This is an optimization exercise on Yosys and OpenROAD, whose aim is small area and a short achievable clock period, not a production implementation.
The RTL was checked by simulation tests, not by an equivalence proof against the original design.

### design/flow/design.v
module cerxa_core (
    input  wire        clk,
    input  wire        rst,
    output wire [15:0] imem_addr,
    output wire        imem_en,
    input  wire [23:0] imem_rdata,
    output wire        dmem_re,
    output wire        dmem_we,
    output wire [17:0] dmem_addr,
    output wire [7:0]  dmem_wdata,
    input  wire [7:0]  dmem_rdata,
    output wire        io_re,
    output wire        io_we,
    output wire [15:0] io_addr,
    output wire [7:0]  io_wdata,
    input  wire [7:0]  io_rdata
);
    localparam [7:0]                   OP_ADD   = 8'h01, OP_SUB    = 8'h02,
                     OP_ADDC  = 8'h03, OP_SUBC  = 8'h04, OP_CARRY  = 8'h05,
                     OP_CARRYC= 8'h06, OP_BORROW= 8'h07, OP_BORROWC= 8'h08,
                     OP_AND   = 8'h09, OP_OR    = 8'h0A, OP_XOR    = 8'h0B,
                     OP_SHL   = 8'h0C, OP_SHR   = 8'h0D, OP_SAR    = 8'h0E,
                     OP_MULL  = 8'h0F, OP_MULH  = 8'h10, OP_SEQ    = 8'h11,
                     OP_SLTU  = 8'h12, OP_SLTS  = 8'h13, OP_ADDD   = 8'h14,
                     OP_SUBD  = 8'h15, OP_DCAR  = 8'h16, OP_DAA    = 8'h17;
    localparam [7:0] OP_ADDI  = 8'h20, OP_ANDI  = 8'h21, OP_ORI    = 8'h22,
                     OP_XORI  = 8'h23, OP_SHLI  = 8'h24, OP_SHRI   = 8'h25,
                     OP_SARI  = 8'h26, OP_SEQI  = 8'h27, OP_SLTIU  = 8'h28,
                     OP_MOVI  = 8'h29, OP_ADDP  = 8'h2A;
    localparam [7:0] OP_MFS   = 8'h30, OP_MTS   = 8'h31;
    localparam [7:0] OP_LD    = 8'h40, OP_ST    = 8'h41, OP_LDP    = 8'h42,
                     OP_STP   = 8'h43;
    localparam [7:0] OP_IN    = 8'h50, OP_OUT   = 8'h51, OP_INR    = 8'h52,
                     OP_OUTR  = 8'h53;
    localparam [7:0] OP_BEQ   = 8'h60, OP_BNE   = 8'h61, OP_BLTU   = 8'h62,
                     OP_BGEU  = 8'h63, OP_BLTS  = 8'h64, OP_BGES   = 8'h65,
                     OP_BEQI  = 8'h68, OP_BNEI  = 8'h69;
    localparam [7:0] OP_JMP   = 8'h70, OP_CALL  = 8'h71, OP_JR     = 8'h72,
                     OP_CALLR = 8'h73, OP_RET   = 8'h74;
    reg  [127:0] gr;                
    reg  [15:0] cnt_r, lnk_r, iob_r;
    reg  [2:0]  dsb_r;
    reg  [15:0] pc_f;
    reg  [23:0] ir_d;
    reg         v_d;
    reg  [15:0] rep_cnt;            
    reg  [23:0] ir_x;
    reg         v_x;
    reg  [15:0] tgt_x;              
    reg         take_x;             
    reg  [15:0] opa_x;              
    reg  [7:0]  opb_x;              
    reg         cin_x;              
    reg         x_add, x_cin;       
    reg         m_ld, m_st, m_in, m_out;
    reg         m_zld;              
    reg  [3:0]  m_dst;
    reg  [15:0] m_addr;
    reg  [7:0]  m_data;
    reg         w_ld, w_in, w_zld;
    reg  [3:0]  w_dst;
    reg         w2_in;
    reg  [3:0]  w2_dst;
    reg  [7:0]  w2_data;
    function [7:0] rev8;
        input [7:0] x;
        rev8 = {x[0], x[1], x[2], x[3], x[4], x[5], x[6], x[7]};
    endfunction
    function [6:0] dig10;
        input       sub;
        input [4:0] x;
        reg   [6:0] v;
        reg   [2:0] q;
        begin
            v = sub ? {{2{x[4]}}, x} : {2'b00, x};
            if      ($signed(v) >= 7'sd30)  q = 3'd3;
            else if ($signed(v) >= 7'sd20)  q = 3'd2;
            else if ($signed(v) >= 7'sd10)  q = 3'd1;
            else if ($signed(v) >= 7'sd0)   q = 3'd0;
            else if ($signed(v) >= -7'sd10) q = 3'b111;
            else                            q = 3'b110;
            v = v - {{4{q[2]}}, q} * 7'd10;
            dig10 = {q, v[3:0]};
        end
    endfunction
    function [4:0] dig10b;
        input [3:0] m;
        input [2:0] c;
        reg   [4:0] v;
        begin
            v = {1'b0, m} + {{2{c[2]}}, c};
            if ($signed(v) >= 5'sd10)     dig10b = {1'b1, v[3:0] - 4'd10};
            else if ($signed(v) < 5'sd0)  dig10b = {1'b1, v[3:0] + 4'd10};
            else                          dig10b = {1'b0, v[3:0]};
        end
    endfunction
    wire [7:0] gv [0:15];
    wire [7:0] gev [0:7];
    wire [7:0] godv [0:7];
    genvar gi;
    generate
        for (gi = 0; gi < 16; gi = gi + 1) begin : gview
            assign gv[gi] = gr[8*gi +: 8];
        end
        for (gi = 0; gi < 8; gi = gi + 1) begin : bview
            assign gev[gi]  = gr[16*gi +: 8];
            assign godv[gi] = gr[16*gi + 8 +: 8];
        end
    endgenerate
    wire [7:0] op   = ir_x[23:16];
    wire [3:0] fd   = ir_x[15:12];
    wire [3:0] fa   = ir_x[11:8];
    wire [3:0] fb   = ir_x[7:4];
    wire [7:0] imm8 = ir_x[7:0];
    wire [15:0] imm16 = ir_x[15:0];
    wire [7:0]  ra   = opa_x[7:0];
    wire [15:0] gp   = opa_x;
    wire [7:0]  opb  = opb_x;
    wire        is_alu_n = (op >= OP_ADD) && (op <= OP_DAA);
    wire        is_alu_i = (op >= OP_ADDI) && (op <= OP_MOVI);
    wire        c0       = x_add ^ !(x_cin && cin_x);
    wire [8:0]  s9       = {1'b0, ra} + {1'b0, opb ^ {8{!x_add}}} + {8'd0, c0};
    wire        ltu      = !s9[8];
    wire        lts      = ltu ^ ra[7] ^ opb[7];
    wire        eq       = (ra == opb);
    wire        is_shl   = (op == OP_SHL) || (op == OP_SHLI);
    wire        sfill    = ((op == OP_SAR) || (op == OP_SARI)) && ra[7];
    wire [7:0]  sh_in    = is_shl ? rev8(ra) : ra;
    wire [15:0] sh_ext   = {{8{sfill}}, sh_in} >> opb[2:0];
    wire [7:0]  sh_r     = (opb[7:3] != 5'd0) ? {8{sfill}} : sh_ext[7:0];
    wire [15:0] prod     = ra * opb;
    wire        is_subd  = (op == OP_SUBD);
    wire [4:0]  bu       = is_subd ? ({1'b0, ra[3:0]} - {1'b0, opb[3:0]})
                                   : ({1'b0, ra[3:0]} + {1'b0, opb[3:0]});
    wire [4:0]  bt       = is_subd ? ({1'b0, ra[7:4]} - {1'b0, opb[7:4]})
                                   : ({1'b0, ra[7:4]} + {1'b0, opb[7:4]});
    wire [6:0]  dmu      = dig10(is_subd, bu);      
    wire [6:0]  dmt      = dig10(is_subd, bt);      
    wire [4:0]  dm2      = dig10b(dmt[3:0], dmu[6:4]);   
    wire [1:0]  dcar     = dmt[5:4] + {1'b0, dm2[4]};
    reg  [7:0]  alu_r;
    always @(*) begin
        case (op)
            OP_ADD, OP_ADDI, OP_SUB,
            OP_ADDC, OP_SUBC:  alu_r = s9[7:0];
            OP_CARRY,
            OP_CARRYC:         alu_r = {7'd0, s9[8]};
            OP_BORROW, OP_BORROWC,
            OP_SLTU, OP_SLTIU: alu_r = {7'd0, ltu};
            OP_AND,  OP_ANDI:  alu_r = ra & opb;
            OP_OR,   OP_ORI:   alu_r = ra | opb;
            OP_XOR,  OP_XORI:  alu_r = ra ^ opb;
            OP_SHL,  OP_SHLI:  alu_r = rev8(sh_r);
            OP_SHR,  OP_SHRI,
            OP_SAR,  OP_SARI:  alu_r = sh_r;
            OP_MULL:           alu_r = prod[7:0];
            OP_MULH:           alu_r = prod[15:8];
            OP_SEQ,  OP_SEQI:  alu_r = {7'd0, eq};
            OP_SLTS:           alu_r = {7'd0, lts};
            OP_ADDD, OP_SUBD,
            OP_DAA:            alu_r = {dm2[3:0], dmu[3:0]};
            OP_DCAR:           alu_r = {6'd0, dcar};
            OP_MOVI:           alu_r = imm8;
            default:           alu_r = 8'h00;
        endcase
    end
    wire [15:0] target   = ((op == OP_JMP) || (op == OP_CALL)) ? imm16 :
                           ((op == OP_JR) || (op == OP_CALLR)) ? gp :
                           (op == OP_RET) ? lnk_r : tgt_x;
    wire        is_iob   = (op == OP_IN) || (op == OP_OUT);
    wire        is_call  = (op == OP_CALL) || (op == OP_CALLR);
    wire [15:0] add_a    = is_iob ? iob_r : gp;
    wire [15:0] add_b    = is_iob ? {4'd0, ir_x[11:0]} : {{8{imm8[7]}}, imm8};
    wire [15:0] sum16    = add_a + add_b;
    wire        is_ld   = (op == OP_LD) || (op == OP_LDP);
    wire        is_st   = (op == OP_ST) || (op == OP_STP);
    wire        is_in   = (op == OP_IN) || (op == OP_INR);
    wire        is_out  = (op == OP_OUT) || (op == OP_OUTR);
    wire        is_post = (op == OP_LDP) || (op == OP_STP);
    wire [15:0] maddr   = is_post ? gp : sum16;
    wire        d_resv  = maddr[15];                  
    wire        is_mfs  = (op == OP_MFS);
    wire        is_mts  = (op == OP_MTS);
    wire        xw_sgl  = v_x && (is_alu_n || is_alu_i || (is_mfs && fb == 4'h2));
    wire        xw_pair = v_x && ((op == OP_ADDP) || is_post ||
                                  (is_mfs && (fb == 4'h0 || fb == 4'h1 || fb == 4'h3)));
    wire [2:0]  xw_row  = xw_pair ? (is_post ? fa[2:0] : fd[2:0]) : fd[3:1];
    wire        xw_ev   = xw_pair || (xw_sgl && !fd[0]);
    wire        xw_od   = xw_pair || (xw_sgl &&  fd[0]);
    reg  [15:0] xw_val;
    always @(*) begin
        if (is_mfs) begin
            case (fb[1:0])
                2'd0:    xw_val = cnt_r;
                2'd1:    xw_val = lnk_r;
                2'd2:    xw_val = {13'd0, dsb_r};
                default: xw_val = iob_r;
            endcase
        end else if ((op == OP_ADDP) || is_post)
            xw_val = sum16;
        else
            xw_val = {8'd0, alu_r};
    end
    wire [7:0]  xw_even = xw_val[7:0];
    wire [7:0]  xw_odd  = xw_pair ? xw_val[15:8] : xw_val[7:0];
    function xhit;
        input [3:0] r;
        xhit = (r[0] ? xw_od : xw_ev) && (xw_row == r[3:1]);
    endfunction
    wire xw_cnt = v_x && is_mts && (fb == 4'h0);
    wire xw_lnk = v_x && ((is_mts && (fb == 4'h1)) || is_call);
    wire xw_dsb = v_x && is_mts && (fb == 4'h2) && (ra[7:3] == 5'd0);
    wire xw_iob = v_x && is_mts && (fb == 4'h3);
    wire [7:0] ld_data = w_zld ? 8'h00 : dmem_rdata;
    function [7:0] rd_next;
        input [3:0] r;
        input [7:0] cur;
        begin
            if (xhit(r))
                rd_next = r[0] ? xw_odd : xw_even;
            else if (w_ld && (w_dst == r))
                rd_next = ld_data;
            else if (w2_in && (w2_dst == r))
                rd_next = w2_data;
            else
                rd_next = cur;
        end
    endfunction
    wire [7:0]  op_d      = ir_d[23:16];
    wire        d_is_pre  = v_d && (op_d[7:2] == 6'b100000);
    wire [15:0] d_pre_n   = op_d[1] ? cnt_r : ir_d[15:0];
    wire        d_pre_z   = (d_pre_n == 16'd0);
    wire        hold_d    = v_d && !d_is_pre && (rep_cnt[15:1] != 15'd0);
    wire [3:0]  d_fd = ir_d[15:12];
    wire [3:0]  d_fa = ir_d[11:8];
    wire [3:0]  d_fb = ir_d[7:4];
    wire [3:0]  d_fx = ir_d[3:0];
    wire        d_br   = (op_d[7:4] == 4'h6);
    wire        d_alun = (op_d[7:5] == 3'b000);
    wire        d_pair = (op_d == OP_ADDP) || (op_d[7:4] == 4'h4) ||
                         (op_d == OP_INR) || (op_d == OP_OUTR) ||
                         (op_d == OP_JR) || (op_d == OP_CALLR) ||
                         ((op_d == OP_MTS) && (d_fb[1:0] != 2'd2));
    wire [3:0]  d_ra   = d_br ? d_fd : d_fa;
    wire [2:0]  d_row  = d_pair ? d_fa[2:0] : d_ra[3:1];
    wire        d_lodd = !d_pair && d_ra[0];
    wire [3:0]  d_rb   = d_alun ? d_fb : d_br ? d_fa : d_fd;
    wire [7:0]  d_gae  = gev[d_row];
    wire [7:0]  d_gao  = godv[d_row];
    wire [7:0]  d_ga   = rd_next({d_row, d_lodd}, d_lodd ? d_gao : d_gae);
    wire [7:0]  d_gah  = rd_next({d_row, 1'b1}, d_gao);
    wire [7:0]  d_gb   = rd_next(d_rb, gv[d_rb]);
    wire [7:0]  d_gx   = rd_next(d_fx, gv[d_fx]);
    wire        d_bimm = (op_d[7:4] == 4'h2);
    wire        d_bri  = (op_d == OP_BEQI) || (op_d == OP_BNEI);
    wire [7:0]  d_opb  = d_bimm ? ir_d[7:0] : d_bri ? {4'd0, d_fa} :
                         (op_d == OP_DAA) ? 8'd0 : d_gb;
    wire        d_eq   = (d_ga == d_opb);
    wire        d_ltu  = (d_ga < d_opb);
    wire        d_lts  = d_ltu ^ d_ga[7] ^ d_opb[7];
    reg         d_take;
    always @(*) begin
        case (op_d)
            OP_BEQ, OP_BEQI:   d_take = d_eq;
            OP_BNE, OP_BNEI:   d_take = !d_eq;
            OP_BLTU:           d_take = d_ltu;
            OP_BGEU:           d_take = !d_ltu;
            OP_BLTS:           d_take = d_lts;
            OP_BGES:           d_take = !d_lts;
            OP_JMP, OP_CALL, OP_JR, OP_CALLR, OP_RET: d_take = 1'b1;
            default:           d_take = 1'b0;
        endcase
    end
    assign imem_addr  = take_x ? target : pc_f;
    assign imem_en    = !rst && !hold_d;
    assign dmem_re    = m_ld  && !rst;
    assign dmem_we    = m_st  && !rst;
    assign dmem_addr  = {m_addr[14], m_addr[14] ? dsb_r : 3'd0, m_addr[13:0]};
    assign dmem_wdata = m_data;
    assign io_re      = m_in  && !rst;
    assign io_we      = m_out && !rst;
    assign io_addr    = m_addr;
    assign io_wdata   = m_data;
    reg  [127:0] g_next;
    reg  [15:0]  g_we;
    integer i;
    always @(*) begin
        for (i = 0; i < 16; i = i + 1) begin
            if (rst) begin
                g_we[i] = 1'b1;
                g_next[8*i +: 8] = 8'h00;
            end else if (xhit(i)) begin
                g_we[i] = 1'b1;
                g_next[8*i +: 8] = i[0] ? xw_odd : xw_even;
            end else if (w_ld && (w_dst == i)) begin
                g_we[i] = 1'b1;
                g_next[8*i +: 8] = ld_data;
            end else begin
                g_we[i] = w2_in && (w2_dst == i);
                g_next[8*i +: 8] = w2_data;
            end
        end
    end
    always @(posedge clk) begin
        for (i = 0; i < 16; i = i + 1)
            if (g_we[i]) gr[8*i +: 8] <= g_next[8*i +: 8];
    end
    always @(posedge clk) begin
        if (rst) begin
            cnt_r   <= 16'd0;
            lnk_r   <= 16'd0;
            iob_r   <= 16'd0;
            dsb_r   <= 3'd0;
            pc_f    <= 16'd0;
            v_d     <= 1'b0;
            rep_cnt <= 16'd0;
            v_x     <= 1'b0;
            take_x  <= 1'b0;
            m_ld    <= 1'b0;
            m_zld   <= 1'b0;
            m_st    <= 1'b0;
            m_in    <= 1'b0;
            m_out   <= 1'b0;
            w_ld    <= 1'b0;
            w_in    <= 1'b0;
            w2_in   <= 1'b0;
        end else begin
            if (!hold_d) begin
                v_d  <= !(d_is_pre && d_pre_z);
                pc_f <= imem_addr + 16'd1;
            end
            if (d_is_pre)
                rep_cnt <= d_pre_n;
            else if (hold_d)
                rep_cnt <= rep_cnt - 16'd1;
            v_x    <= v_d;
            take_x <= v_d && d_take;
            m_ld  <= v_x && is_ld && !d_resv;
            m_st  <= v_x && is_st && !d_resv;
            m_in  <= v_x && is_in;
            m_out <= v_x && is_out;
            m_zld <= v_x && is_ld && d_resv;
            w_ld  <= (m_ld || m_zld) && !xhit(m_dst);
            w_in  <= m_in && !xhit(m_dst);
            w2_in <= w_in && !xhit(w_dst);
            if (xw_cnt) cnt_r <= gp;
            if (xw_lnk) lnk_r <= is_call ? tgt_x : gp;
            if (xw_iob) iob_r <= gp;
            if (xw_dsb) dsb_r <= ra[2:0];
        end
    end
    always @(posedge clk) begin
        if (!hold_d)
            ir_d <= imem_rdata;
        ir_x   <= ir_d;
        tgt_x  <= pc_f + 16'd1 + (d_br ? {{8{ir_d[7]}}, ir_d[7:0]} : 16'd0);
        opa_x  <= {d_gah, d_ga};
        opb_x  <= d_opb;
        cin_x  <= d_gx[0];
        x_add  <= (op_d == OP_ADD) || (op_d == OP_ADDI) || (op_d == OP_ADDC) ||
                  (op_d == OP_CARRY) || (op_d == OP_CARRYC);
        x_cin  <= (op_d == OP_ADDC) || (op_d == OP_SUBC) ||
                  (op_d == OP_CARRYC) || (op_d == OP_BORROWC);
        m_dst  <= fd;
        m_addr <= maddr;
        m_data <= opb;
        w_dst  <= m_dst;
        w_zld  <= m_zld;
        w2_dst  <= w_dst;
        w2_data <= io_rdata;
    end
endmodule
### design/flow/config.mk
export PLATFORM = sky130hd
export DESIGN_NAME = cerxa_core
export DESIGN_NICKNAME = cerxa_core
export VERILOG_FILES = /design/flow/design.v
export SDC_FILE = /design/flow/constraint.sdc
export NUM_CORES = 4
export LEC_CHECK = 0
export CAP_MARGIN = 20
export CORE_MARGIN = 2
export CORE_UTILIZATION = 40
export PLACE_DENSITY = 0.6
export SLEW_MARGIN = 20
### design/flow/run.sh
#!/bin/bash
# synth_recipe.tcl (not shown) runs the flow's synth.tcl, then flattens the netlist and writes it again
# the make line also repeats each setting of config.mk as NAME=value (left out here)
make -C /OpenROAD-flow-scripts/flow DESIGN_CONFIG=/design/flow/config.mk WORK_HOME=/design/flow/orfs CLKGATE_MAP_FILE= SYNTH_SCRIPT=/design/flow/synth_recipe.tcl finish
### design/flow/constraint.sdc
create_clock -name core_clock -period 14.0 [get_ports {clk}]
set_input_delay 2.8000 -clock core_clock [delete_from_list [all_inputs] [get_ports {clk}]]
set_output_delay 2.8000 -clock core_clock [all_outputs]
set_load 0.01 [all_outputs]
==> results of run 1 <==
-- placed cells by master, fill, tap and decap left out, types with 27 or more instances in the layout --
cell type	netlist	routed
clkdlybuf4s50_1	0	111
inv_1	119	119
nor2_1	398	394
a211oi_1	285	285
edfxtp_1	152	152
o21ai_0	134	133
ha_1	118	118
xor2_1	38	38
a221oi_1	28	28
a21oi_1	192	190
mux2_2	49	49
buf_4	33	85
or3_1	27	27
nand2b_1	32	32
nand2_1	326	326
and3_1	31	31
nand3_1	86	86
dfxtp_1	206	206
a21o_1	27	27
nor2b_1	67	67
clkbuf_16	0	44
nor3_1	82	76
fa_1	45	45
mux2i_1	106	106
xnor2_1	88	88
-- flip-flops by register name (all words and copies together), names as in the netlist, 16 cells and up --
name     flops
opa_x       16
cnt_r       16
tgt_x       16
rep_cnt     16
m_addr      16
iob_r       16
ir_d        24
ir_x        24
gr         128
lnk_r       16
pc_f        16
-- kinds of logic (layout without fill, tap and decap cells) --
group / after synthesis / count (layout) / share of synthesized area
flops: 358 / 358 / 0.302
simple gates: 1210 / 1210 / 0.205
mux: 171 / 171 / 0.0679
buf+inv: 423 / 408 / 0.0621
xor+xnor: 128 / 128 / 0.0397
compound gates: 988 / 988 / 0.241
fa+ha+maj: 163 / 163 / 0.0827
-- stage by stage --
stage	hold slack, ps	std cells	cell area (sq um)
floorplan	329	3441	28700
global placement	356	4294	30500
detailed placement	352	4295	30500
CTS	364	4375	32100
global route	367	4376	32100
finish	361	4376	32100
-- metal layers --
| metal | wire, um | GRT usage |
|---|---|---|
| met4 | 5650 | 0.129 |
| met3 | 13400 | 0.0613 |
| met1 | 49200 | 0.434 |
| met5 | 27 | 0 |
| met2 | 48700 | 0.448 |
-- how the worst min path moves through the flow --
stage,to,cells past startpoint,slack [ps],from
final,w_zld$_DFF_P_,0,360,m_zld$_SDFF_PP0_
after global routing,w_zld$_DFF_P_,0,370,m_zld$_SDFF_PP0_
after CTS,w_zld$_DFF_P_,0,360,m_zld$_SDFF_PP0_
after detailed placement,w_zld$_DFF_P_,0,350,m_zld$_SDFF_PP0_
after global placement,w_dst[2]$_DFF_P_,0,360,m_dst[2]$_DFF_P_
after floorplan,w2_dst[2]$_DFF_P_,0,330,w_dst[2]$_DFF_P_
-- critical path: cells and delay by family (launching register included) --
kind / cells / cell delay (ps)
adder cells (fa/ha/maj): 6 / 1940
AO/OA/AOI/OAI: 17 / 4630
XOR/XNOR: 5 / 970
multiplexers: 1 / 200
buffers and inverters: 2 / 120
AND/OR/NAND/NOR: 7 / 1890
flip-flops: 1 / 670
-- cells in the mapped netlist, types with 86 or more instances --
| master | instances |
|---|---|
| mux2i_1 | 106 |
| ha_1 | 118 |
| nor2_1 | 398 |
| clkbuf_1 | 192 |
| nand2_1 | 326 |
| edfxtp_1 | 152 |
| a21oi_1 | 192 |
| xnor2_1 | 88 |
| nand3_1 | 86 |
| dfxtp_1 | 206 |
| inv_1 | 119 |
| o21ai_0 | 134 |
| a211oi_1 | 285 |
-- area by class of cell --
| type | count | area [sq um] |
|---|---|---|
| fillers | 7043 | 39200 |
| multi-input cells | 2660 | 18400 |
| flip-flops and latches | 358 | 8690 |
| repair buffers | 198 | 1770 |
| clock buffers | 60 | 1270 |
| well taps | 950 | 1190 |
| inverters | 130 | 488 |
| clock inverters | 20 | 282 |
==> out/qor.txt, run 1 <==
outcome: complete, no violations
Ports: 113
synth unique cells: 119
Max H-tree Level: 2
Clock transition at path regs: 60 ps
Total Routing Usage GR: 0.305
Synth area leaders: edfxtp_1 (16%), dfxtp_1 (14%), a211oi_1 (7.4%), nor2_1 (5.2%), ha_1 (5.1%)
maximum clock insertion buffer count: 3
Post-DP HPWL: 85300 um
DIE AREA: 74000 sq um
worst reg2reg path endpoint: take_x$_SDFF_PP0_
final net count: 3596
worst slew pin tran: 1250 ps
cells on worst reg2reg path: 38
Clock Skews: 31.6 ps
area leader, netlist: edfxtp_1
ANT nets after route: 0
Final setup viols: 0
worst setup path startpoint: ir_x[20]$_DFF_P_
core box area: 71400 sq um
Worst path slowest cell: o32ai_2
Setup Fix Bufs, Post-CTS: 0
hold buffers post-CTS: 0
insertion delay to the later sink of the worst-skew pair: 600 ps
worst r2r src: ir_x[20]$_DFF_P_
RSZ-0062 raised after global routing: false
Die Ht: 272 um
sequential share of the synthesized area: 0.302
Final Wtd Congestion: 1.03
R2R Setup Slk: 3480 ps
CP Capture Type: register
routed vias/inst: 6.42
share of cells above drive strength 1: 0.0937
die width: 272 um
TritonCTS Buffers: 43
root buf cell: clkbuf_16
Worst Path Required: 14520 ps
largest net degree at the start of global routing: 88
EDFF count, synth: 152
Synth Instances: 3441
Critical Path Fanout Max: 19
Max Transition Viols Final: 0
main flop type after synthesis: dfxtp_1
Initial Utilization: 0.403
Port-buffer cells: 112
clk sink count: 358
Avg Cell Area, Syn: 8.35 sq um
# diodes: 0
CP Capture Point: take_x$_SDFF_PP0_
mapped cell area: 28700 sq um
Area Growth Syn to Fin: 11.7%
maxcap violations: 0
post-route setup slack: 3480 ps
synthesized netlist net count: 3646
Fin. Hold Viols: 0
first-pass detailed-route iteration total: 8
Setup TNS Final: 0 ps
DRT Wirelength: 117000 um
first-pass GRT wire length: 171000 um
Critical Path AT: 11040 ps
fmax: 0.0951 GHz
CP max stage delay: 950 ps
drc violations: 0
minimum clock period after layout: 10520 ps
Util after Layout: 0.450
cts repair resizes: 0
Warnings, synthesis: 1
DR iter-0 viols: 4181
synthesized flop and latch total: 358
Post-synth ARST share: 0
Rows: 98
gr ovfl total: 0
TritonCTS clock tree: done
vias in the first global route: 25.5k
via count: 28.1k
cell mode on critical path: o21ai_0
pre-CTS setup slack: 3670 ps
CP Class: reg2reg
Synth top area share: 0.159
Slew HR: 0.161
Min-Delay Path Class: reg2reg
Routed wire per std cell: 26.8 um
Critical Path Start Type: register
initial antenna violation count: 3
Tcrit/Tclk final: 0.751
==> run 2: changes to the inputs <==
--- a/design/flow/design.v
+++ b/design/flow/design.v
@@ -44,10 +44,10 @@
     reg  [23:0] ir_d;
     reg         v_d;
     reg  [15:0] rep_cnt;            
-    reg  [23:0] ir_x;
+    reg  [23:0] ir_x;               
     reg         v_x;
-    reg  [15:0] tgt_x;              
-    reg         take_x;             
+    reg         c_unc, c_eq, c_ne, c_lt, c_ge, c_lts, c_ges;   
+    reg         x_subd;             
     reg  [15:0] opa_x;              
     reg  [7:0]  opb_x;              
     reg         cin_x;              
@@ -59,7 +59,7 @@
     reg  [7:0]  m_data;
     reg         w_ld, w_in, w_zld;
     reg  [3:0]  w_dst;
-    reg         w2_in;
+    reg         w2_v;
     reg  [3:0]  w2_dst;
     reg  [7:0]  w2_data;
     function [7:0] rev8;
@@ -94,6 +94,26 @@
             else                          dig10b = {1'b0, v[3:0]};
         end
     endfunction
+    function lt8;
+        input [7:0] a, b;
+        reg   [7:0] l1, e1;
+        reg   [3:0] l2, e2;
+        reg   [1:0] l3, e3;
+        integer k;
+        begin
+            l1 = ~a & b;
+            e1 = ~(a ^ b);
+            for (k = 0; k < 4; k = k + 1) begin
+                l2[k] = l1[2*k+1] | (e1[2*k+1] & l1[2*k]);
+                e2[k] = e1[2*k+1] & e1[2*k];
+            end
+            for (k = 0; k < 2; k = k + 1) begin
+                l3[k] = l2[2*k+1] | (e2[2*k+1] & l2[2*k]);
+                e3[k] = e2[2*k+1] & e2[2*k];
+            end
+            lt8 = l3[1] | (e3[1] & l3[0]);
+        end
+    endfunction
     wire [7:0] gv [0:15];
     wire [7:0] gev [0:7];
     wire [7:0] godv [0:7];
@@ -112,7 +132,7 @@
     wire [3:0] fa   = ir_x[11:8];
     wire [3:0] fb   = ir_x[7:4];
     wire [7:0] imm8 = ir_x[7:0];
-    wire [15:0] imm16 = ir_x[15:0];
+    wire [15:0] tgt_x = ir_x[15:0];
     wire [7:0]  ra   = opa_x[7:0];
     wire [15:0] gp   = opa_x;
     wire [7:0]  opb  = opb_x;
@@ -129,7 +149,7 @@
     wire [15:0] sh_ext   = {{8{sfill}}, sh_in} >> opb[2:0];
     wire [7:0]  sh_r     = (opb[7:3] != 5'd0) ? {8{sfill}} : sh_ext[7:0];
     wire [15:0] prod     = ra * opb;
-    wire        is_subd  = (op == OP_SUBD);
+    wire        is_subd  = x_subd;
     wire [4:0]  bu       = is_subd ? ({1'b0, ra[3:0]} - {1'b0, opb[3:0]})
                                    : ({1'b0, ra[3:0]} + {1'b0, opb[3:0]});
     wire [4:0]  bt       = is_subd ? ({1'b0, ra[7:4]} - {1'b0, opb[7:4]})
@@ -164,9 +184,12 @@
             default:           alu_r = 8'h00;
         endcase
     end
-    wire [15:0] target   = ((op == OP_JMP) || (op == OP_CALL)) ? imm16 :
-                           ((op == OP_JR) || (op == OP_CALLR)) ? gp :
-                           (op == OP_RET) ? lnk_r : tgt_x;
+    wire        b_eq     = (ra == opb);
+    wire        b_ltu    = lt8(ra, opb);
+    wire        b_lts    = lt8({~ra[7], ra[6:0]}, {~opb[7], opb[6:0]});
+    wire        take_x   = c_unc || (c_eq && b_eq) || (c_ne && !b_eq) ||
+                           (c_lt && b_ltu) || (c_ge && !b_ltu) ||
+                           (c_lts && b_lts) || (c_ges && !b_lts);
     wire        is_iob   = (op == OP_IN) || (op == OP_OUT);
     wire        is_call  = (op == OP_CALL) || (op == OP_CALLR);
     wire [15:0] add_a    = is_iob ? iob_r : gp;
@@ -203,25 +226,35 @@
     end
     wire [7:0]  xw_even = xw_val[7:0];
     wire [7:0]  xw_odd  = xw_pair ? xw_val[15:8] : xw_val[7:0];
-    function xhit;
-        input [3:0] r;
-        xhit = (r[0] ? xw_od : xw_ev) && (xw_row == r[3:1]);
-    endfunction
+    wire [15:0] xhv;
+    generate
+        for (gi = 0; gi < 16; gi = gi + 1) begin : xhit
+            assign xhv[gi] = ((gi & 1) ? xw_od : xw_ev) && (xw_row == (gi >> 1));
+        end
+    endgenerate
     wire xw_cnt = v_x && is_mts && (fb == 4'h0);
     wire xw_lnk = v_x && ((is_mts && (fb == 4'h1)) || is_call);
     wire xw_dsb = v_x && is_mts && (fb == 4'h2) && (ra[7:3] == 5'd0);
     wire xw_iob = v_x && is_mts && (fb == 4'h3);
     wire [7:0] ld_data = w_zld ? 8'h00 : dmem_rdata;
     function [7:0] rd_next;
-        input [3:0] r;
-        input [7:0] cur;
+        input [3:0]  r;           
+        input [7:0]  cur;         
+        input [15:0] xh;          
+        input [7:0]  xo, xe;      
+        input        wl;          
+        input [3:0]  wd;
+        input [7:0]  wdat;
+        input        w2;          
+        input [3:0]  w2d;
+        input [7:0]  w2dat;
         begin
-            if (xhit(r))
-                rd_next = r[0] ? xw_odd : xw_even;
-            else if (w_ld && (w_dst == r))
-                rd_next = ld_data;
-            else if (w2_in && (w2_dst == r))
-                rd_next = w2_data;
+            if (xh[r])
+                rd_next = r[0] ? xo : xe;
+            else if (wl && (wd == r))
+                rd_next = wdat;
+            else if (w2 && (w2d == r))
+                rd_next = w2dat;
             else
                 rd_next = cur;
         end
@@ -247,31 +280,23 @@
     wire [3:0]  d_rb   = d_alun ? d_fb : d_br ? d_fa : d_fd;
     wire [7:0]  d_gae  = gev[d_row];
     wire [7:0]  d_gao  = godv[d_row];
-    wire [7:0]  d_ga   = rd_next({d_row, d_lodd}, d_lodd ? d_gao : d_gae);
-    wire [7:0]  d_gah  = rd_next({d_row, 1'b1}, d_gao);
-    wire [7:0]  d_gb   = rd_next(d_rb, gv[d_rb]);
-    wire [7:0]  d_gx   = rd_next(d_fx, gv[d_fx]);
+    wire [7:0]  d_ga   = rd_next({d_row, d_lodd}, d_lodd ? d_gao : d_gae, xhv, xw_odd, xw_even,
+                                 w_ld, w_dst, ld_data, w2_v, w2_dst, w2_data);
+    wire [7:0]  d_gah  = rd_next({d_row, 1'b1}, d_gao, xhv, xw_odd, xw_even,
+                                 w_ld, w_dst, ld_data, w2_v, w2_dst, w2_data);
+    wire [7:0]  d_gb   = rd_next(d_rb, gv[d_rb], xhv, xw_odd, xw_even,
+                                 w_ld, w_dst, ld_data, w2_v, w2_dst, w2_data);
+    wire [7:0]  d_gx   = rd_next(d_fx, gv[d_fx], xhv, xw_odd, xw_even,
+                                 w_ld, w_dst, ld_data, w2_v, w2_dst, w2_data);
+    wire [15:0] d_lnk  = xw_lnk ? (is_call ? pc_f : gp) : lnk_r;
+    wire [15:0] d_word = ((op_d == OP_JR) || (op_d == OP_CALLR)) ? {d_gah, d_ga} :
+                         (op_d == OP_RET) ? d_lnk :
+                         d_br ? pc_f + 16'd1 + {{8{ir_d[7]}}, ir_d[7:0]} : ir_d[15:0];
     wire        d_bimm = (op_d[7:4] == 4'h2);
     wire        d_bri  = (op_d == OP_BEQI) || (op_d == OP_BNEI);
     wire [7:0]  d_opb  = d_bimm ? ir_d[7:0] : d_bri ? {4'd0, d_fa} :
                          (op_d == OP_DAA) ? 8'd0 : d_gb;
-    wire        d_eq   = (d_ga == d_opb);
-    wire        d_ltu  = (d_ga < d_opb);
-    wire        d_lts  = d_ltu ^ d_ga[7] ^ d_opb[7];
-    reg         d_take;
-    always @(*) begin
-        case (op_d)
-            OP_BEQ, OP_BEQI:   d_take = d_eq;
-            OP_BNE, OP_BNEI:   d_take = !d_eq;
-            OP_BLTU:           d_take = d_ltu;
-            OP_BGEU:           d_take = !d_ltu;
-            OP_BLTS:           d_take = d_lts;
-            OP_BGES:           d_take = !d_lts;
-            OP_JMP, OP_CALL, OP_JR, OP_CALLR, OP_RET: d_take = 1'b1;
-            default:           d_take = 1'b0;
-        endcase
-    end
-    assign imem_addr  = take_x ? target : pc_f;
+    assign imem_addr  = take_x ? tgt_x : pc_f;
     assign imem_en    = !rst && !hold_d;
     assign dmem_re    = m_ld  && !rst;
     assign dmem_we    = m_st  && !rst;
@@ -284,26 +309,20 @@
     reg  [127:0] g_next;
     reg  [15:0]  g_we;
     integer i;
+    wire [7:0] xr_even = rst ? 8'h00 : xw_even;
+    wire [7:0] xr_odd  = rst ? 8'h00 : xw_odd;
+    reg        selx;
     always @(*) begin
         for (i = 0; i < 16; i = i + 1) begin
-            if (rst) begin
-                g_we[i] = 1'b1;
-                g_next[8*i +: 8] = 8'h00;
-            end else if (xhit(i)) begin
-                g_we[i] = 1'b1;
-                g_next[8*i +: 8] = i[0] ? xw_odd : xw_even;
-            end else if (w_ld && (w_dst == i)) begin
-                g_we[i] = 1'b1;
-                g_next[8*i +: 8] = ld_data;
-            end else begin
-                g_we[i] = w2_in && (w2_dst == i);
-                g_next[8*i +: 8] = w2_data;
-            end
+            selx = rst || xhv[i];
+            g_we[i] = selx || (w2_v && (w2_dst == i));
+            g_next[8*i +: 8] = selx ? (i[0] ? xr_odd : xr_even) : w2_data;
         end
     end
+    integer j;
     always @(posedge clk) begin
-        for (i = 0; i < 16; i = i + 1)
-            if (g_we[i]) gr[8*i +: 8] <= g_next[8*i +: 8];
+        for (j = 0; j < 16; j = j + 1)
+            if (g_we[j]) gr[8*j +: 8] <= g_next[8*j +: 8];
     end
     always @(posedge clk) begin
         if (rst) begin
@@ -315,7 +334,13 @@
             v_d     <= 1'b0;
             rep_cnt <= 16'd0;
             v_x     <= 1'b0;
-            take_x  <= 1'b0;
+            c_unc   <= 1'b0;
+            c_eq    <= 1'b0;
+            c_ne    <= 1'b0;
+            c_lt    <= 1'b0;
+            c_ge    <= 1'b0;
+            c_lts   <= 1'b0;
+            c_ges   <= 1'b0;
             m_ld    <= 1'b0;
             m_zld   <= 1'b0;
             m_st    <= 1'b0;
@@ -323,7 +348,7 @@
             m_out   <= 1'b0;
             w_ld    <= 1'b0;
             w_in    <= 1'b0;
-            w2_in   <= 1'b0;
+            w2_v    <= 1'b0;
         end else begin
             if (!hold_d) begin
                 v_d  <= !(d_is_pre && d_pre_z);
@@ -334,17 +359,24 @@
             else if (hold_d)
                 rep_cnt <= rep_cnt - 16'd1;
             v_x    <= v_d;
-            take_x <= v_d && d_take;
+            c_unc  <= v_d && ((op_d == OP_JMP) || (op_d == OP_CALL) || (op_d == OP_JR) ||
+                              (op_d == OP_CALLR) || (op_d == OP_RET));
+            c_eq   <= v_d && ((op_d == OP_BEQ) || (op_d == OP_BEQI));
+            c_ne   <= v_d && ((op_d == OP_BNE) || (op_d == OP_BNEI));
+            c_lt   <= v_d && (op_d == OP_BLTU);
+            c_ge   <= v_d && (op_d == OP_BGEU);
+            c_lts  <= v_d && (op_d == OP_BLTS);
+            c_ges  <= v_d && (op_d == OP_BGES);
             m_ld  <= v_x && is_ld && !d_resv;
             m_st  <= v_x && is_st && !d_resv;
             m_in  <= v_x && is_in;
             m_out <= v_x && is_out;
             m_zld <= v_x && is_ld && d_resv;
-            w_ld  <= (m_ld || m_zld) && !xhit(m_dst);
-            w_in  <= m_in && !xhit(m_dst);
-            w2_in <= w_in && !xhit(w_dst);
+            w_ld  <= (m_ld || m_zld) && !xhv[m_dst];
+            w_in  <= m_in && !xhv[m_dst];
+            w2_v  <= (w_ld || w_in) && !xhv[w_dst];
             if (xw_cnt) cnt_r <= gp;
-            if (xw_lnk) lnk_r <= is_call ? tgt_x : gp;
+            if (xw_lnk) lnk_r <= is_call ? pc_f : gp;
             if (xw_iob) iob_r <= gp;
             if (xw_dsb) dsb_r <= ra[2:0];
         end
@@ -352,13 +384,13 @@
     always @(posedge clk) begin
         if (!hold_d)
             ir_d <= imem_rdata;
-        ir_x   <= ir_d;
-        tgt_x  <= pc_f + 16'd1 + (d_br ? {{8{ir_d[7]}}, ir_d[7:0]} : 16'd0);
+        ir_x   <= {ir_d[23:16], d_word};
         opa_x  <= {d_gah, d_ga};
         opb_x  <= d_opb;
         cin_x  <= d_gx[0];
         x_add  <= (op_d == OP_ADD) || (op_d == OP_ADDI) || (op_d == OP_ADDC) ||
                   (op_d == OP_CARRY) || (op_d == OP_CARRYC);
+        x_subd <= (op_d == OP_SUBD);
         x_cin  <= (op_d == OP_ADDC) || (op_d == OP_SUBC) ||
                   (op_d == OP_CARRYC) || (op_d == OP_BORROWC);
         m_dst  <= fd;
@@ -367,6 +399,6 @@
         w_dst  <= m_dst;
         w_zld  <= m_zld;
         w2_dst  <= w_dst;
-        w2_data <= io_rdata;
+        w2_data <= w_ld ? ld_data : io_rdata;
     end
 endmodule
==> design/flow/flow/run.sh (new file) <==
#!/bin/bash
set -euo pipefail
bash standard.sh BUFFER_PORTS_ARGS="-buffer_cell sky130_fd_sc_hd__buf_2" SETUP_SLACK_MARGIN=7 finish > standard_flow.log 2>&1
==> design/flow/standard.sh (new file) <==
#!/bin/bash
# synth_recipe.tcl (not shown) runs the flow's synth.tcl, then flattens the netlist and writes it again
# the make line also repeats each setting of config.mk as NAME=value (left out here)
make -C /OpenROAD-flow-scripts/flow DESIGN_CONFIG=/design/flow/config.mk WORK_HOME=/design/flow/orfs CLKGATE_MAP_FILE= SYNTH_SCRIPT=/design/flow/synth_recipe.tcl "${@:-finish}"
==> design/flow/config.mk (replaced) <==
export PLATFORM = sky130hd
export DESIGN_NAME = cerxa_core
export DESIGN_NICKNAME = cerxa_core
export VERILOG_FILES = /design/flow/design.v
export SDC_FILE = /design/flow/constraint.sdc
export NUM_CORES = 4
export LEC_CHECK = 0
export ABC_AREA = 1
export CAP_MARGIN = 20
export CORE_MARGIN = 2
export CORE_UTILIZATION = 55
export CTS_BUF_LIST = sky130_fd_sc_hd__clkbuf_8
export PLACE_DENSITY = 0.65
export SLEW_MARGIN = 20
removed: design/flow/run.sh
==> run 2 against run 1 <==
Effect of this change:
- synthesized cell count rose by 19%
- critical path depth decreased by 25
- first-iteration DRC count is 8.3% higher
- final area decreased by 8.2%
- final cell count is 11% higher
- still clean on timing, DRC and antenna
- sequential share of layout area grew 1.9 points
- count of clock-buffer cells in the layout increased by 7
- area after synthesis decreased by 5.8%
- global-route usage grew 13 points
==> out/qor.txt, run 2 <==
outcome: complete, no violations
Clock transition at path regs: 60 ps (about the same)
Area Growth Syn to Fin: 8.88%
DR iter-0 viols: 4529 (+8.3%)
top-count cell post-synth: nand2_1
sequential share of the synthesized area: 0.314 (+0.0120)
max reg flops: 128 (unchanged)
Routed wire per std cell: 23.1 um (-14%)
Fin. Hold Viols: 0 (unchanged)
synthesized netlist net count: 4296 (+18%)
Slew HR: 0.249 (+0.0877)
minimum clock period after layout: 6780 ps (-3730 ps)
fill count: 4698 (-33%)
Avg Cell Area, Syn: 6.62 sq um (-21%)
TritonCTS Buffers: 60 (+40%)
synth unique cells: 63 (-47%)
Worst Path Required: 11200 ps (-3320 ps)
Warnings, synthesis: 1 (unchanged)
vias in the first global route: 26.1k (+2.4%)
DRT Wirelength: 112000 um (-4.2%)
Critical Path Fanout Max: 26 (+7)
Critical Path AT: 3980 ps (-7060 ps)
Util after Layout: 0.605 (+0.155)
Post-synth top cells: nand2_1 (1236), inv_1 (501), o21ai_0 (434)
Die Ht: 226 um (-17%)
gr ovfl total: 0 (unchanged)
Top Registers: gr x128, ir_d x24, ir_x x24
maximum clock insertion buffer count: 3 (unchanged)
core box area: 48700 sq um (-32%)
drc violations: 0 (unchanged)
area leader, netlist: nand2_1
Ports: 113 (unchanged)
clk sink count: 349 (-2.5%)
Rows: 81 (-17%)
Final Wtd Congestion: 1.07 (+4.2%)
insertion delay to the later sink of the worst-skew pair: 710 ps (+110 ps)
Tcrit/Tclk final: 0.484 (-0.267)
Total Routing Usage GR: 0.433 (+0.128)
Max H-tree Level: 2 (unchanged)
Final setup viols: 0 (unchanged)
DIE AREA: 51000 sq um (-31%)
Setup TNS Final: 0 ps (unchanged)
initial antenna violation count: 2 (-1)
Initial Utilization: 0.555 (+0.153)
RSZ-0062 raised after global routing: true
first-pass GRT wire length: 163000 um (-4.4%)
synthesized flop and latch total: 349 (-2.5%)
Synth top area share: 0.171 (+0.0126)
largest net degree at the start of global routing: 71 (-19%)
CP Class: reg2out
final net count: 4357 (+21%)
Port-buffer cells: 112 (unchanged)
main flop type after synthesis: dfxtp_1
Max Transition Viols Final: 0 (unchanged)
root buf cell: clkbuf_8
Synth area leaders: nand2_1 (17%), edfxtp_1 (17%), dfxtp_1 (15%), o21ai_0 (8.0%), inv_1 (6.9%)
maxcap violations: 0 (unchanged)
commonest non-fill, non-tap cell in the layout: nand2_1
routed vias/inst: 5.96 (-7.1%)
hold buffers post-CTS: 0 (unchanged)
fmax: 0.147 GHz (+55%)
via count: 29.0k (+3.3%)
CP Capture Type: primary output
most frequent cells in the layout: nand2_1 (1234), inv_1 (515), o21ai_0 (427), nor2_1 (336), nand3_1 (291)
Clock Skews: 38.1 ps (+6.50 ps)
Post-synth ARST share: 0 (unchanged)
Reg with most FFs: gr
share of cells above drive strength 1: 0.0895 (-0.00417)
EDFF count, synth: 152 (unchanged)
mapped cell area: 27100 sq um (-5.8%)
worst slew pin tran: 1120 ps (-127 ps)
ANT nets after route: 0 (unchanged)
Post-DP HPWL: 86000 um (+0.88%)
Critical Path Start Type: register
Synth Instances: 4092 (+19%)
die width: 226 um (-17%)
TritonCTS clock tree: done
Min-Delay Path Class: reg2reg
first-pass detailed-route iteration total: 7 (-1)
## run 2: worst paths after layout
path,cells past startpoint,end,slack [ps],startpoint
min,0,w_dst[3]$_DFF_P_,370,m_dst[3]$_DFF_P_
max,13,imem_addr[10],7220,opb_x[1]$_DFF_P_
max reg2reg,35,gr[25]$_DFFE_PP_,7520,opb_x[4]$_DFF_P_
min reg2reg,0,w_dst[3]$_DFF_P_,370,m_dst[3]$_DFF_P_
## run 2: critical path, cell delays in order, from the launching register on
cell        delay [ps]
dfxtp_1            310
buf_4              280
clkinvlp_4         290
ha_1               430
nor2_1              70
o21ai_0            250
a21oi_1            140
nor3_2             230
nor2_1             100
nor2_4             290
nand2_4            230
o21ai_0            370
inv_1              120
buf_2              160
## run 2: layout make-up
cell class	count	area (sq um)	share of cell area
multi-input cells	3054	15900	0.540
flip-flops and latches	349	8520	0.289
inverters	521	1970	0.0668
repair buffers	167	973	0.0330
clock buffers	67	922	0.0313
well taps	664	831	0.0282
clock inverters	42	343	0.0116
diodes	3	7.51	0.000255
## run 2: logic make-up (layout without fill, tap and decap cells)
family,after synthesis,in the layout,share of synthesized area
XOR/XNOR,66,66,0.0214
adder cells (fa/ha/maj),162,162,0.0874
buffers and inverters,689,797,0.101
AND/OR/NAND/NOR,2050,2050,0.318
flip-flops,349,349,0.314
other,0,3,0
AO/OA/AOI/OAI,776,776,0.158
## run 2: per-stage QoR
stage,area [sq um],hold slack [ps],cells,worst slack [ps]
3_3_place_gp,28100,362,4752,7360
3_5_place_dp,28100,374,4752,7220
6_report,29500,373,4867,7220
4_1_cts,29400,377,4861,7120
2_1_floorplan,27100,326,4092,7440
5_1_grt,29500,380,4864,6990
## run 2: layer usage
| metal | track usage | share of wire | vias up |
|---|---|---|---|
| li1 | - | - | 13500 |
| met1 | 0.576 | 0.39 | 13100 |
| met2 | 0.633 | 0.41 | 2043 |
| met3 | 0.126 | 0.14 | 338 |
| met4 | 0.232 | 0.061 | 0 |
| met5 | 0 | 0 | - |
## run 2: timing repair
action / CTS / global route
resized for setup: 7 / 12
setup endpoints to repair: 16 / 86
buffers inserted: 0 / 2
==> run 3: changes to the inputs <==
--- a/design/flow/design.v
+++ b/design/flow/design.v
@@ -226,12 +226,12 @@
     end
     wire [7:0]  xw_even = xw_val[7:0];
     wire [7:0]  xw_odd  = xw_pair ? xw_val[15:8] : xw_val[7:0];
-    wire [15:0] xhv;
-    generate
-        for (gi = 0; gi < 16; gi = gi + 1) begin : xhit
-            assign xhv[gi] = ((gi & 1) ? xw_od : xw_ev) && (xw_row == (gi >> 1));
-        end
-    endgenerate
+    function xhit;
+        input [3:0] r;
+        input       xwo, xwe;    
+        input [2:0] xrow;        
+        xhit = (r[0] ? xwo : xwe) && (xrow == r[3:1]);
+    endfunction
     wire xw_cnt = v_x && is_mts && (fb == 4'h0);
     wire xw_lnk = v_x && ((is_mts && (fb == 4'h1)) || is_call);
     wire xw_dsb = v_x && is_mts && (fb == 4'h2) && (ra[7:3] == 5'd0);
@@ -240,7 +240,8 @@
     function [7:0] rd_next;
         input [3:0]  r;           
         input [7:0]  cur;         
-        input [15:0] xh;          
+        input        xwo, xwe;    
+        input [2:0]  xrow;        
         input [7:0]  xo, xe;      
         input        wl;          
         input [3:0]  wd;
@@ -249,7 +250,7 @@
         input [3:0]  w2d;
         input [7:0]  w2dat;
         begin
-            if (xh[r])
+            if (xhit(r, xwo, xwe, xrow))
                 rd_next = r[0] ? xo : xe;
             else if (wl && (wd == r))
                 rd_next = wdat;
@@ -280,13 +281,13 @@
     wire [3:0]  d_rb   = d_alun ? d_fb : d_br ? d_fa : d_fd;
     wire [7:0]  d_gae  = gev[d_row];
     wire [7:0]  d_gao  = godv[d_row];
-    wire [7:0]  d_ga   = rd_next({d_row, d_lodd}, d_lodd ? d_gao : d_gae, xhv, xw_odd, xw_even,
+    wire [7:0]  d_ga   = rd_next({d_row, d_lodd}, d_lodd ? d_gao : d_gae, xw_od, xw_ev, xw_row, xw_odd, xw_even,
                                  w_ld, w_dst, ld_data, w2_v, w2_dst, w2_data);
-    wire [7:0]  d_gah  = rd_next({d_row, 1'b1}, d_gao, xhv, xw_odd, xw_even,
+    wire [7:0]  d_gah  = rd_next({d_row, 1'b1}, d_gao, xw_od, xw_ev, xw_row, xw_odd, xw_even,
                                  w_ld, w_dst, ld_data, w2_v, w2_dst, w2_data);
-    wire [7:0]  d_gb   = rd_next(d_rb, gv[d_rb], xhv, xw_odd, xw_even,
+    wire [7:0]  d_gb   = rd_next(d_rb, gv[d_rb], xw_od, xw_ev, xw_row, xw_odd, xw_even,
                                  w_ld, w_dst, ld_data, w2_v, w2_dst, w2_data);
-    wire [7:0]  d_gx   = rd_next(d_fx, gv[d_fx], xhv, xw_odd, xw_even,
+    wire [7:0]  d_gx   = rd_next(d_fx, gv[d_fx], xw_od, xw_ev, xw_row, xw_odd, xw_even,
                                  w_ld, w_dst, ld_data, w2_v, w2_dst, w2_data);
     wire [15:0] d_lnk  = xw_lnk ? (is_call ? pc_f : gp) : lnk_r;
     wire [15:0] d_word = ((op_d == OP_JR) || (op_d == OP_CALLR)) ? {d_gah, d_ga} :
@@ -314,7 +315,7 @@
     reg        selx;
     always @(*) begin
         for (i = 0; i < 16; i = i + 1) begin
-            selx = rst || xhv[i];
+            selx = rst || xhit(i, xw_od, xw_ev, xw_row);
             g_we[i] = selx || (w2_v && (w2_dst == i));
             g_next[8*i +: 8] = selx ? (i[0] ? xr_odd : xr_even) : w2_data;
         end
@@ -350,14 +351,10 @@
             w_in    <= 1'b0;
             w2_v    <= 1'b0;
         end else begin
-            if (!hold_d) begin
+            pc_f <= imem_addr + {15'd0, !hold_d};
+            if (!hold_d)
                 v_d  <= !(d_is_pre && d_pre_z);
-                pc_f <= imem_addr + 16'd1;
-            end
-            if (d_is_pre)
-                rep_cnt <= d_pre_n;
-            else if (hold_d)
-                rep_cnt <= rep_cnt - 16'd1;
+            rep_cnt <= d_is_pre ? d_pre_n : rep_cnt - {15'd0, hold_d};
             v_x    <= v_d;
             c_unc  <= v_d && ((op_d == OP_JMP) || (op_d == OP_CALL) || (op_d == OP_JR) ||
                               (op_d == OP_CALLR) || (op_d == OP_RET));
@@ -372,9 +369,9 @@
             m_in  <= v_x && is_in;
             m_out <= v_x && is_out;
             m_zld <= v_x && is_ld && d_resv;
-            w_ld  <= (m_ld || m_zld) && !xhv[m_dst];
-            w_in  <= m_in && !xhv[m_dst];
-            w2_v  <= (w_ld || w_in) && !xhv[w_dst];
+            w_ld  <= (m_ld || m_zld) && !xhit(m_dst, xw_od, xw_ev, xw_row);
+            w_in  <= m_in && !xhit(m_dst, xw_od, xw_ev, xw_row);
+            w2_v  <= (w_ld || w_in) && !xhit(w_dst, xw_od, xw_ev, xw_row);
             if (xw_cnt) cnt_r <= gp;
             if (xw_lnk) lnk_r <= is_call ? pc_f : gp;
             if (xw_iob) iob_r <= gp;
--- a/design/flow/config.mk
+++ b/design/flow/config.mk
@@ -8,7 +8,7 @@
 export ABC_AREA = 1
 export CAP_MARGIN = 20
 export CORE_MARGIN = 2
-export CORE_UTILIZATION = 55
+export CORE_UTILIZATION = 50
 export CTS_BUF_LIST = sky130_fd_sc_hd__clkbuf_8
-export PLACE_DENSITY = 0.65
+export PLACE_DENSITY = 0.62
 export SLEW_MARGIN = 20
==> run 3 against run 2 <==
Effect of this change:
- still clean
- area after synthesis shrank 3.6%
- routed wire length shrank 1.6%
- register-to-register slack lost 180 ps
- die area grew 5.9%
- sequential cell count is the same
- maximum frequency grew 1.2%
- count of clock-buffer cells in the layout grew 5
- critical path type unchanged
==> out/qor.txt, run 3 <==
CP Class: reg2out
Worst Path Required: 11200 ps (about the same)
core box area: 51400 sq um (+5.5%)
Post-DP HPWL: 85900 um (-0.16%)
Final setup viols: 0 (unchanged)
Post-DP Area: 27100 sq um (-3.6%)
main flop type after synthesis: dfxtp_1
Min-Delay Path Class: reg2reg
routed vias/inst: 6.04 (+1.3%)
Synth area leaders: edfxtp_1 (17%), nand2_1 (16%), dfxtp_1 (15%), o21ai_0 (7.9%), inv_1 (6.6%)
Critical Path Fanout Max: 19 (-27%)
share of cells above drive strength 1: 0.0984 (+0.00890)
Ports: 113 (unchanged)
Post-synth ARST share: 0 (unchanged)
RSZ-0062 raised after global routing: false
worst setup path startpoint: opb_x[1]$_DFF_P_
synth unique cells: 66 (+4.8%)
CP Capture Type: primary output
DRT Wirelength: 110000 um (-1.6%)
Max H-tree Level: 2 (unchanged)
Reg with most FFs: gr
fmax: 0.149 GHz (+1.2%)
Final Wtd Congestion: 1.09 (+1.4%)
clk sink count: 349 (unchanged)
TritonCTS Buffers: 61 (+1.7%)
Total Routing Usage GR: 0.400 (-0.0326)
Routed wire per std cell: 23.9 um (+3.6%)
Initial Utilization: 0.508 (-0.0478)
area leader, netlist: edfxtp_1
sequential share of the synthesized area: 0.326 (+0.0118)
R2R Setup Slk: 7340 ps (-180 ps)
Critical Path AT: 3900 ps (-80 ps)
Rows: 83 (+2.5%)
first-pass detailed-route iteration total: 9 (+2)
Area Growth Syn to Fin: 9.78%
Critical Path Start Type: register
most frequent cells in the layout: nand2_1 (1115), inv_1 (478), o21ai_0 (407), nor2_1 (301), nand3_1 (213)
maximum clock insertion buffer count: 3 (unchanged)
mapped cell area: 26100 sq um (-3.6%)
insertion delay to the later sink of the worst-skew pair: 720 ps (about the same)
CP Capture Point: imem_addr[15]
vias in the first global route: 25.3k (-3.0%)
Warnings, synthesis: 1 (unchanged)
Final Cell Area: 28600 sq um (-2.8%)
Port-buffer cells: 112 (unchanged)
via count: 27.9k (-3.7%)
Top Registers: gr x128, ir_d x24, ir_x x24
Setup TNS Final: 0 ps (unchanged)
Min Hold Slack: 355 ps (-17.9 ps)
final net count: 4096 (-6.0%)
synthesized netlist net count: 4020 (-6.4%)
gr ovfl total: 0 (unchanged)
drc violations: 0 (unchanged)
Synth top area share: 0.175 (+0.00357)
Fin. Hold Viols: 0 (unchanged)
worst slew pin tran: 1130 ps (+7.51 ps)
hold buffers post-CTS: 0 (unchanged)
minimum clock period after layout: 6700 ps (-82.4 ps)
Synth Instances: 3814 (-6.8%)
Post-synth top cells: nand2_1 (1119), inv_1 (459), o21ai_0 (414)
cells on worst reg2reg path: 35 (unchanged)
ANT nets after route: 0 (unchanged)
Avg Cell Area, Syn: 6.84 sq um (+3.4%)
Clock transition at path regs: 70 ps (about the same)
Max Transition Viols Final: 0 (unchanged)
synthesized flop and latch total: 349 (unchanged)
maxcap violations: 0 (unchanged)
initial antenna violation count: 6 (+4)
DR iter-0 viols: 4047 (-11%)
largest net degree at the start of global routing: 48 (-32%)
first-pass GRT wire length: 161000 um (-1.3%)
top-count cell post-synth: nand2_1
outcome: complete, no violations
max reg flops: 128 (unchanged)
TritonCTS clock tree: done
root buf cell: clkbuf_8
commonest non-fill, non-tap cell in the layout: nand2_1
Clock Skews: 40.6 ps (+2.49 ps)
die width: 232 um (+2.9%)
Tcrit/Tclk final: 0.479 (-0.00589)
worst reg2reg path endpoint: gr[40]$_DFFE_PP_
worst r2r src: opb_x[5]$_DFF_P_
EDFF count, synth: 152 (unchanged)
Die Ht: 232 um (+2.9%)
fill count: 5076 (+8.0%)
Slew HR: 0.243 (-0.00598)
DIE AREA: 54000 sq um (+5.9%)
run 3: how the worst min path moves through the flow:
| stage | from | endpoint | slack, ps | depth (start not counted) |
|---|---|---|---|---|
| after floorplan | m_zld$_SDFF_PP0_ | w_zld$_DFF_P_ | 330 | 0 |
| after global placement | ir_x[15]$_DFF_P_ | m_dst[3]$_DFF_P_ | 340 | 0 |
| after detailed placement | ir_x[15]$_DFF_P_ | m_dst[3]$_DFF_P_ | 340 | 0 |
| after CTS | ir_x[15]$_DFF_P_ | m_dst[3]$_DFF_P_ | 360 | 0 |
| after global routing | ir_x[15]$_DFF_P_ | m_dst[3]$_DFF_P_ | 370 | 0 |
| final | ir_x[15]$_DFF_P_ | m_dst[3]$_DFF_P_ | 360 | 0 |
run 3: worst max-delay path: stages (launching register included):
cell and delay (ps):
dfxtp_2 580, inv_1 240, ha_1 370, nor2_1 70, o21ai_0 210, a21oi_1 150
nor3_1 270, nor2_1 120, nor3_4 230, buf_12 150, nand2_2 200, o21ai_0 340
inv_1 100, buf_2 150
run 3: metal layers:
metal  global-route usage  up-vias  routed length [um]
met3                0.111      297               14400
met5                    0        -                  46
met2                0.582     1912               45900
met1                0.563    13100               45200
li1                     -    12700                   -
met4                0.152        8                4850
run 3: logic make-up (layout without fill, tap and decap cells):
family / after synthesis / in the layout / synth area share
other cells: 0 / 4 / 0
buf+inv: 646 / 774 / 0.0996
compound gates: 751 / 751 / 0.163
fa+ha+maj: 164 / 164 / 0.0916
simple gates: 1828 / 1828 / 0.294
flops: 349 / 349 / 0.326
xor+xnor: 76 / 76 / 0.0258
run 3: area by class of cell:
| cell class | count | area, sq um | area share |
|---|---|---|---|
| diodes | 4 | 10.0 | 0.000349 |
| clock buffers | 72 | 991 | 0.0346 |
| clock inverters | 43 | 310 | 0.0108 |
| inverters | 487 | 1830 | 0.0640 |
| multi-input cells | 2819 | 15100 | 0.527 |
| flip-flops and latches | 349 | 8520 | 0.297 |
| well taps | 680 | 851 | 0.0297 |
| repair buffers | 172 | 1020 | 0.0357 |
run 3: repair_timing:
item | 4_1_cts | 5_1_grt
setup endpoints to repair | 25 | 74
pin swaps | 0 | 4
setup buffers | 0 | 14
gates resized for setup | 8 | 18
run 3: through the flow:
stage | util | cells | setup WS, ps
6_report | 0.557 | 4626 | 7300
5_1_grt | 0.557 | 4624 | 6960
4_1_cts | 0.553 | 4608 | 7010
3_5_place_dp | 0.527 | 4493 | 6780
3_3_place_gp | 0.527 | 4493 | 7100
2_1_floorplan | - | 3814 | 7030
==> run 4: changes to the inputs <==
==> design/flow/flow/run.sh (replaced) <==
#!/bin/bash
set -euo pipefail
bash standard.sh BUFFER_PORTS_ARGS="-buffer_cell sky130_fd_sc_hd__buf_2" SETUP_SLACK_MARGIN=7.5 finish > standard_flow.log 2>&1
==> run 4 against run 3 <==
Effect of this change:
- still clean on timing, DRC and antenna
- sequential share of layout area fell by 0.28 points
- hold slack improved by 18 ps
- via count fell by 0.36%
- count of clock-buffer cells in the layout rose by 8
- critical path type is now reg2reg
==> out/qor.txt, run 4 <==
outcome: complete, no violations
main flop type after synthesis: dfxtp_1
minimum clock period after layout: 6390 ps (-313 ps)
Clock Skews: 47.8 ps (+7.14 ps)
Tcrit/Tclk final: 0.456 (-0.0224)
root buf cell: clkbuf_8
post-route setup slack: 7610 ps (+313 ps)
Synth Instances: 3814 (unchanged)
insertion delay to the later sink of the worst-skew pair: 670 ps (-50 ps)
DRT Wirelength: 110000 um (-0.39%)
maxcap violations: 0 (unchanged)
Max H-tree Level: 3 (+1)
Worst Path Required: 14370 ps (+3170 ps)
ANT nets after route: 0 (unchanged)
Post-synth top cells: nand2_1 (1119), inv_1 (459), o21ai_0 (414)
Fin. Hold Viols: 0 (unchanged)
share of cells above drive strength 1: 0.111 (+0.0122)
maximum clock insertion buffer count: 3 (unchanged)
final net count: 4112 (+0.39%)
mux share of post-synthesis cell area: 0 (unchanged)
first-pass GRT wire length: 161000 um (+0.30%)
TritonCTS Buffers: 66 (+8.2%)
Post-DP Area: 27100 sq um (about the same)
largest net degree at the start of global routing: 68 (+42%)
met2 GRT Util: 0.629 (+0.0473)
gr ovfl total: 0 (unchanged)
fmax: 0.157 GHz (+4.9%)
CP Capture Type: register
max reg flops: 128 (unchanged)
Min-Delay Path Class: reg2reg
synthesized netlist net count: 4020 (unchanged)
Port-buffer cells: 112 (unchanged)
Top Registers: gr x128, ir_d x24, ir_x x24
clk sink count: 349 (unchanged)
routed vias/inst: 6.00 (-0.64%)
initial antenna violation count: 2 (-4)
most frequent cells in the layout: nand2_1 (1116), inv_1 (470), o21ai_0 (403), nor2_1 (299), nand3_1 (212)
GRT met3 Usage: 0.0882 (-0.0227)
mapped cell area: 26100 sq um (unchanged)
Max Transition Viols Final: 0 (unchanged)
Final Wtd Congestion: 1.04 (-4.7%)
synth unique cells: 66 (unchanged)
Clock transition at path regs: 60 ps (about the same)
Critical Path Fanout Max: 15 (-4)
gr busiest metal: met2
pre-CTS setup slack: 6550 ps (-233 ps)
via count: 27.8k (-0.36%)
first-pass detailed-route iteration total: 6 (-3)
Post-DP HPWL: 84100 um (-2.1%)
Synth Area in Simple Gates: 0.294 (unchanged)
Ports: 113 (unchanged)
CP Class: reg2reg
Die Ht: 232 um (unchanged)
Slew HR: 0.188 (-0.0554)
met1 usage: 0.522 (-0.0406)
Warnings, synthesis: 1 (unchanged)
Rows: 83 (unchanged)
largest family of logic cells by synthesized area: simple AND/OR/NAND/NOR gates
worst slew pin tran: 1210 ps (+79.2 ps)
Critical Path AT: 6760 ps (+2860 ps)
Total Routing Usage GR: 0.402 (+0.00184)
synthesized flop and latch total: 349 (unchanged)
Area Growth Syn to Fin: 11.1%
sequential share of the synthesized area: 0.326 (unchanged)
area leader, netlist: edfxtp_1
Final Cell Area: 29000 sq um (+1.2%)
Routed wire per std cell: 23.7 um (-0.67%)
Critical Path Start Type: register
DIE AREA: 54000 sq um (unchanged)
RSZ-0062 raised after global routing: false
Synth area leaders: edfxtp_1 (17%), nand2_1 (16%), dfxtp_1 (15%), o21ai_0 (7.9%), inv_1 (6.6%)
Setup TNS Final: 0 ps (unchanged)
Final setup viols: 0 (unchanged)
vias in the first global route: 26.0k (+2.7%)
drc violations: 0 (unchanged)
Synth top area share: 0.175 (unchanged)
top-count cell post-synth: nand2_1
Post-synth ARST share: 0 (unchanged)
DR iter-0 viols: 3361 (-17%)
post-synthesis compound-gate area fraction: 0.163 (unchanged)
commonest non-fill, non-tap cell in the layout: nand2_1
Reg with most FFs: gr
core box area: 51400 sq um (unchanged)
Avg Cell Area, Syn: 6.84 sq um (unchanged)
XOR/XNOR Fraction of Synth Area: 0.0258 (unchanged)
Initial Utilization: 0.508 (unchanged)
die width: 232 um (unchanged)
TritonCTS clock tree: done
EDFF count, synth: 152 (unchanged)
Util after Layout: 0.564 (+0.00664)
Post-Synth Adder-Cell Area: 0.0916 (unchanged)
run 4: kinds of logic after synthesis:
family | count (synthesis)
flip-flops | 349
XOR/XNOR | 76
buffers and inverters | 646
AO/OA/AOI/OAI | 751
adder cells (fa/ha/maj) | 164
AND/OR/NAND/NOR | 1828
run 4: stage by stage:
stage	hold slack (ps)	instances
floorplan	326	3814
global placement	356	4490
detailed placement	357	4490
CTS	371	4616
global route	373	4638
finish	373	4639
run 4: worst max-delay path, stage by stage, from the launching register on:
cell and delay (ps):
dfxtp_4 490, inv_1 160, ha_1 270, fa_1 440, xnor2_2 220, inv_1 110
nor2_1 190, o21ai_0 160, nand2_1 100, a32o_2 150, ha_1 200, inv_1 90
fa_1 470, xnor2_2 150, xnor2_1 170, inv_1 90, ha_4 290, a21oi_2 70
xnor2_1 250, inv_1 130, buf_4 160, buf_4 120, o211ai_1 480, nand4_1 240
nand3_1 170, nand2_1 160, nand2_1 410, o21ai_0 180
run 4: final cells by class:
class,count,area [sq um]
Antenna cell,1,2.50
Clock buffer,80,1100
Clock inverter,40,245
Fill cell,5032,22400
Inverter,487,1850
Multi-Input combinational cell,2819,15200
Sequential cell,349,8540
Tap cell,680,851
Timing Repair Buffer,183,1140
run 4: what timing repair did:
| action | CTS | global route |
|---|---|---|
| gates cloned | 0 | 0 |
| pin swaps | 0 | 9 |
| setup endpoints to repair | 98 | 82 |
| hold buffers | 0 | 0 |
| buffers inserted | 6 | 22 |
| resized for setup | 34 | 45 |
run 4: worst paths after layout:
check / end / slack, ps / cells after the start / startpoint
worst max-delay path: gr[62]$_DFFE_PP_ / 7610 / 27 / opa_x[4]$_DFF_P_
worst min-delay path: w_dst[1]$_DFF_P_ / 370 / 0 / m_dst[1]$_DFF_P_
worst max register to register: gr[62]$_DFFE_PP_ / 7610 / 27 / opa_x[4]$_DFF_P_
worst min register to register: w_dst[1]$_DFF_P_ / 370 / 0 / m_dst[1]$_DFF_P_
run 4: layer usage:
metal,up-vias,wire length [um]
met5,-,23
met4,2,6410
met3,350,13100
met2,1846,48400
met1,12900,42100
li1,12700,-

==> afterwards: timing with drivers on the ports <==
How much do the figures lean on ideal ports? The routed layouts below were timed once more, with nothing changed but the port constraints. Step 1 assumes that a clkbuf_16 drives the clock port and a buf_2 every other input. Step 2, shift: input delay + t, output delay - t, t = (earliest + latest rising clock arrival at the registers) / 2. This alone moves slack from input paths to output paths. a / b / c = ideal / step 1 / step 2; a / b = the first two.
| run | t (ns) | setup slack, ns | pins driven straight from the clock port |
|---|---|---|---|
| run 1 | 0.643 | 3.483 / 3.483 / 3.483 | 1 |
| run 2 | 0.749 | 7.218 / 7.157 / 7.517 | 1 |
| run 3 | 0.762 | 7.300 / 7.238 / 7.342 | 1 |
| run 4 | 0.711 | 7.613 / 7.613 / 7.613 | 1 |
After both steps setup and hold are still met in every run listed.
